From an optimization exercise on the open Yosys and OpenROAD flow, aimed at small area, a short achievable clock period and few clock cycles per item; shortcuts taken in it are not production practice. In this exercise RTL edits were held to simulation tests only and were not proved equivalent to the original. No activity file was given, so power comes from the tool's default toggle rates.

## flow/design.v (module list and top-level ports; edited modules follow where they fit)
// module fp32_mul: 62 lines
// module mul24_r8: 1373 lines
// module fp32_add: 151 lines
// module lzc32: 37 lines
// module rail_loop: 381 lines
module rail_loop (
    input  wire        clk,
    input  wire        rst,           
    input  wire        cfg_we,
    input  wire [5:0]  cfg_addr,
    input  wire [31:0] cfg_wdata,
    input  wire        start,
    input  wire [31:0] i_k,           
    input  wire [31:0] i_sum,         
    output wire        ready,
    output reg         done,
    output reg  [31:0] c_out,         
    output reg  [15:0] insertion,     
    output reg  [3:0]  flags          
);
  // ...
==> flow/flow/run.sh <==
#!/bin/bash
# Standard layout, with timing repair aimed at a tighter setup margin than
# the default so that the achieved period shrinks (the SDC is unchanged).
set -euo pipefail
export SETUP_SLACK_MARGIN=7
bash standard.sh finish > flow_make.log 2>&1
==> flow/standard.sh <==
#!/bin/bash
# synth_recipe.tcl (not shown) runs the flow's synth.tcl, then flattens the netlist and writes it again
# the make line also repeats each setting of config.mk as NAME=value (left out here)
make -C /OpenROAD-flow-scripts/flow DESIGN_CONFIG=/design/flow/config.mk WORK_HOME=/design/flow/orfs CLKGATE_MAP_FILE= SYNTH_SCRIPT=/design/flow/synth_recipe.tcl "${@:-finish}"
==> flow/config.mk <==
export PLATFORM = sky130hd
export DESIGN_NAME = rail_loop
export DESIGN_NICKNAME = rail_loop
export VERILOG_FILES = /design/flow/design.v
export SDC_FILE = /design/flow/constraint.sdc
export NUM_CORES = 8
export LEC_CHECK = 0
export CAP_MARGIN = 20
export CORE_MARGIN = 2
export CORE_UTILIZATION = 40
export SLEW_MARGIN = 20
==> flow/constraint.sdc <==
create_clock -name core_clock -period 17.0 [get_ports {clk}]
set_input_delay 3.4000 -clock core_clock [delete_from_list [all_inputs] [get_ports {clk}]]
set_output_delay 3.4000 -clock core_clock [all_outputs]
set_load 0.01 [all_outputs]
==> flow_summary.ini, run 1 <==
[outcome]
outcome = no timing/DRC/antenna violations

[synth]
ys.flop_type = edfxtp_1
synthMuxAreaShare_pct = 3.42
synth_xor_xnor_area_share_pct = 5.41
synth_common_cells = edfxtp_1, nand2_1, nor2_1, clkbuf_1, a21oi_1
yosys-top-cells-area = edfxtp_1, ha_1, fa_1, dfxtp_1, xnor2_1
post-synth-top-area-cell = edfxtp_1
yosysWarningCount = 8

[sta]
hold_viol = 0
slew_viol_final = 0
relSlewSlack_pct = 14.6

[clock_network]
clock_sinks = 3257
cts-hold-fix-buffers = 0

[placed_design]
dpl_cell_area_sq_um = 227000
dpl.cell_count = 27700

[final_layout]
drive_above_1_share_pct = 9.97
post-route-util_pct = 44.9
largest_reg_flops = 1280
design_area_sq_um = 241000
clkCellAreaFrac_pct = 4.65
area_delta_synth_final_pct = 11.8

[drt]
wire_per_inst_microns = 31.7
ant_nets = 0
wl_met3_mm = 89.1

[power]
p_clk_share_pct = 18.1
intPower_w = 0.0216
power_leader = combinational cells
seq_power_share_pct = 21.8
leakagePower_nw = 89.4

[flow_run]
max_cap_violations = 0

[critical_path]
slowest_stage = fa_1
startpoint = yb2[14]$_DFFE_PP_
cp-endpoint = sb[0]$_DFF_P_

[die]
num_rows = 269

[grt]
top_usage_layer = met2
use_met3_pct = 6.19
first_global_vias = 168000

[min_path]
min_from = r2[9]$_DFF_P_
Testbench counts, summed over its fixed seeds: cycles 43,645, ticks 2,880.
==> run 2: changes to the inputs <==
--- a/flow/flow/run.sh
+++ b/flow/flow/run.sh
@@ -4,3 +4,3 @@
 set -euo pipefail
-export SETUP_SLACK_MARGIN=7
+export SETUP_SLACK_MARGIN=9
 bash standard.sh finish > flow_make.log 2>&1
==> flow_summary.ini, run 2 <==
[critical_path]
crit_path_max_incr_delay_ns = 0.63
slowest_stage = edfxtp_1
timing.critical_path.mode_cell = fa_1
crit_fanout = 7
critical_path_required_ns = 17.71
start_kind = flip-flop
worstSetupEndpointType = flip-flop
worstSetupPathType = reg -> reg
cp.arrival_ns = 10.11

[final_layout]
largest_reg_flops = 1280
final_cell_mix = edfxtp_1, nand2_1, buf_4
design_area_sq_um = 261000
nNetsFinal = 23800
final_cells = 29600
final_common_cell = edfxtp_1
area_delta_synth_final_pct = 21.2
drive_above_1_share_pct = 19.4
fillers = 49100
top_register = coef

[synth]
synth_cells = 21200
ys_ff_latch = 3257
ys.flop_type = edfxtp_1
post-synth-top-area-cell = edfxtp_1
synth_top_cell_area_share_pct = 36.1
synth_common_cells = edfxtp_1, nand2_1, nor2_1, clkbuf_1, a21oi_1
yosysWarningCount = 8
synth-edff-count = 2588
synth_async_sr_flop_share_pct = 0
syn-cell-area_sq_um = 215000
syn_area_per_cell_sq_um = 10.2
ys_seq_area_share_pct = 42.3
ys_types = 139
yosys-top-cells-area = edfxtp_1, ha_1, fa_1, dfxtp_1, xnor2_1
yosysMostFrequentCell = edfxtp_1

[placed_design]
dpl.cell_count = 27600
dp_hpwl_mm = 639
dpl_cell_area_sq_um = 227000
io_buffers = 159
place.gp.congestion = 1.03

[sta]
relSlewSlack_pct = 11.8
fmax_mhz = 106
hold_viol = 0
finalClockSkew_ns = 0.0995
fin_crit_ns = 9.41
slew_viol_final = 0
setup-violations-final = 0
fin_crit_sh_pct = 55.3
rsz0062_at_grt = true
fin_hold_ws_ns = 0.287
tightestPinTransition_ns = 1.31
fin_tns_setup_ns = 0

[die]
start_util_pct = 40.2
die_area_sq_um = 545000
die_h_microns = 738
core-area_sq_um = 536000
die_w_microns = 738
io-pin-count = 160
num_rows = 269

[grt]
antenna_found_initial = 86
grt_usage_pct = 32.6
first_global_vias = 174000
grt_pass1_wl_mm = 1300
grt_max_degree = 79
globalRouteOverflowTotal = 0

[clock_network]
cts_buffers = 332
h-tree-depth = 5
clock_sinks = 3257
clk_pin_slew_ns = 0.06
clockRootBuffer = clkbuf_16
clk_path_buf_depth = 4
clock_latency_ns = 1.01
cts_tree = done

[drt]
ant_nets = 0
via_per_inst = 6.33
drc = 0
route.vias.total = 188000
drtPass1Iterations = 17
postRouteWirelength_mm = 933
drt_iter0_markers = 26800
wire_per_inst_microns = 31.5

[flow_run]
max_cap_violations = 0

[power]
power_density_nw_per_um2 = 191
leakagePower_nw = 97.6
irDropWorstVdd_uv = 416

[min_path]
holdCritPathClass = reg -> reg

[outcome]
outcome = no timing/DRC/antenna violations
-- run 2: cell families after synthesis --
family / share of synthesized area, %
and+or+nand+nor: 11.6
buffers and inverters: 5.05
xor gates and xnor gates: 5.41
DFF: 42.3
AOI/OAI and AO/OA: 19.4
other: 0.00174
muxes: 3.42
adders and majority gates: 12.8
-- run 2: path summary, 6_finish.rpt --
path                         start           endpoint  slack, ns  cells past startpoint
setup / recovery  yb2[3]$_DFFE_PP_  a2b[30]$_DFFE_PP_       7.59                     35
hold / removal      r2[20]$_DFF_P_    r2d[20]$_DFF_P_       0.29                      0
setup reg to reg  yb2[3]$_DFFE_PP_  a2b[30]$_DFFE_PP_       7.59                     35
hold reg to reg     r2[20]$_DFF_P_    r2d[20]$_DFF_P_       0.29                      0
-- run 2: timing repair --
action / in CTS / in global routing
setup buffers: 634 / 420
endpoints found under the hold margin: 0 / 0
pin swaps: 360 / 567
setup endpoints to repair: 419 / 416
resized for setup: 1543 / 1195
cloned: 67 / 25
hold buffers: 0 / 0
-- run 2: final cells by class --
| cell class | count | area [sq um] | area share (%) |
|---|---|---|---|
| antenna | 245 | 613 | 0.235 |
| clock buffer | 419 | 8980 | 3.44 |
| clock inverter | 189 | 2170 | 0.831 |
| inverter | 1273 | 4970 | 1.90 |
| multi-input combinational | 15100 | 124000 | 47.7 |
| sequential | 3257 | 91200 | 34.9 |
| tap | 7181 | 8980 | 3.44 |
| timing repair buffer | 1995 | 19600 | 7.52 |
| timing repair inverter | 5 | 40.0 | 0.0153 |
-- run 2: critical path: cells and delay by family, from the launching register on --
family	cells	cell delay (ns)
buf+inv	6	0.92
mux	1	0.36
fa+ha+maj	6	2.81
simple gates	10	1.87
xor+xnor	2	0.27
flops	1	0.63
compound gates	10	2.24
-- run 2: through the flow --
stage / util [%] / setup slack, ns / total power [W]
2_1_floorplan: - / 9.00 / 0.0249
3_3_place_gp: 42.2 / 4.24 / 0.0334
3_5_place_dp: 42.3 / 4.26 / 0.0332
4_1_cts: 46.9 / 7.62 / 0.0452
5_1_grt: 48.6 / 7.42 / 0.0516
6_report: 48.7 / 7.59 / 0.0498
-- run 2: metal layers --
layer  wire [microns]  track usage (%)
met1           368000             43.8
met2           392000             47.9
met3            97500             6.62
met4            75500             21.2
met5              199                0
-- run 2: report_power, final --
group	switching [W]	internal (W)	total [W]
logic	0.0203	0.0129	0.0332
clock network	0.00334	0.00420	0.00753
registers	0.000311	0.00875	0.00906
total	0.0240	0.0258	0.0498

[re-timing with driven ports]
How much do the figures lean on ideal ports? The routed layouts below were timed once more, with nothing changed but the port constraints.
Step 1 assumes that a clkbuf_16 drives the clock port and a buf_2 every other input.
Step 2 also shifts input and output timing later by t, the mid clock arrival at the registers, as if the neighbouring blocks saw the same clock.
Three values: ideal ports, drivers, drivers and shift; two values: the first two.
run | t (ns) | slack for setup (ns) | hold slack, ns | worst setup path after step 2 | slew at the worst register clock pin (ns)
run 1 | 1.104 | 7.169 / 7.169 / 6.689 | 0.326 / 0.326 / 0.326 | input to register | 0.07 / 0.07
run 2 | 1.087 | 7.593 / 7.593 / 7.593 | 0.287 / 0.287 / 0.287 | register to register | 0.08 / 0.08
After both steps every run listed still meets setup and hold. For run 1, which loses most, drivers alone change the setup slack by 0.000 ns; drivers and shift together by -0.480 ns.
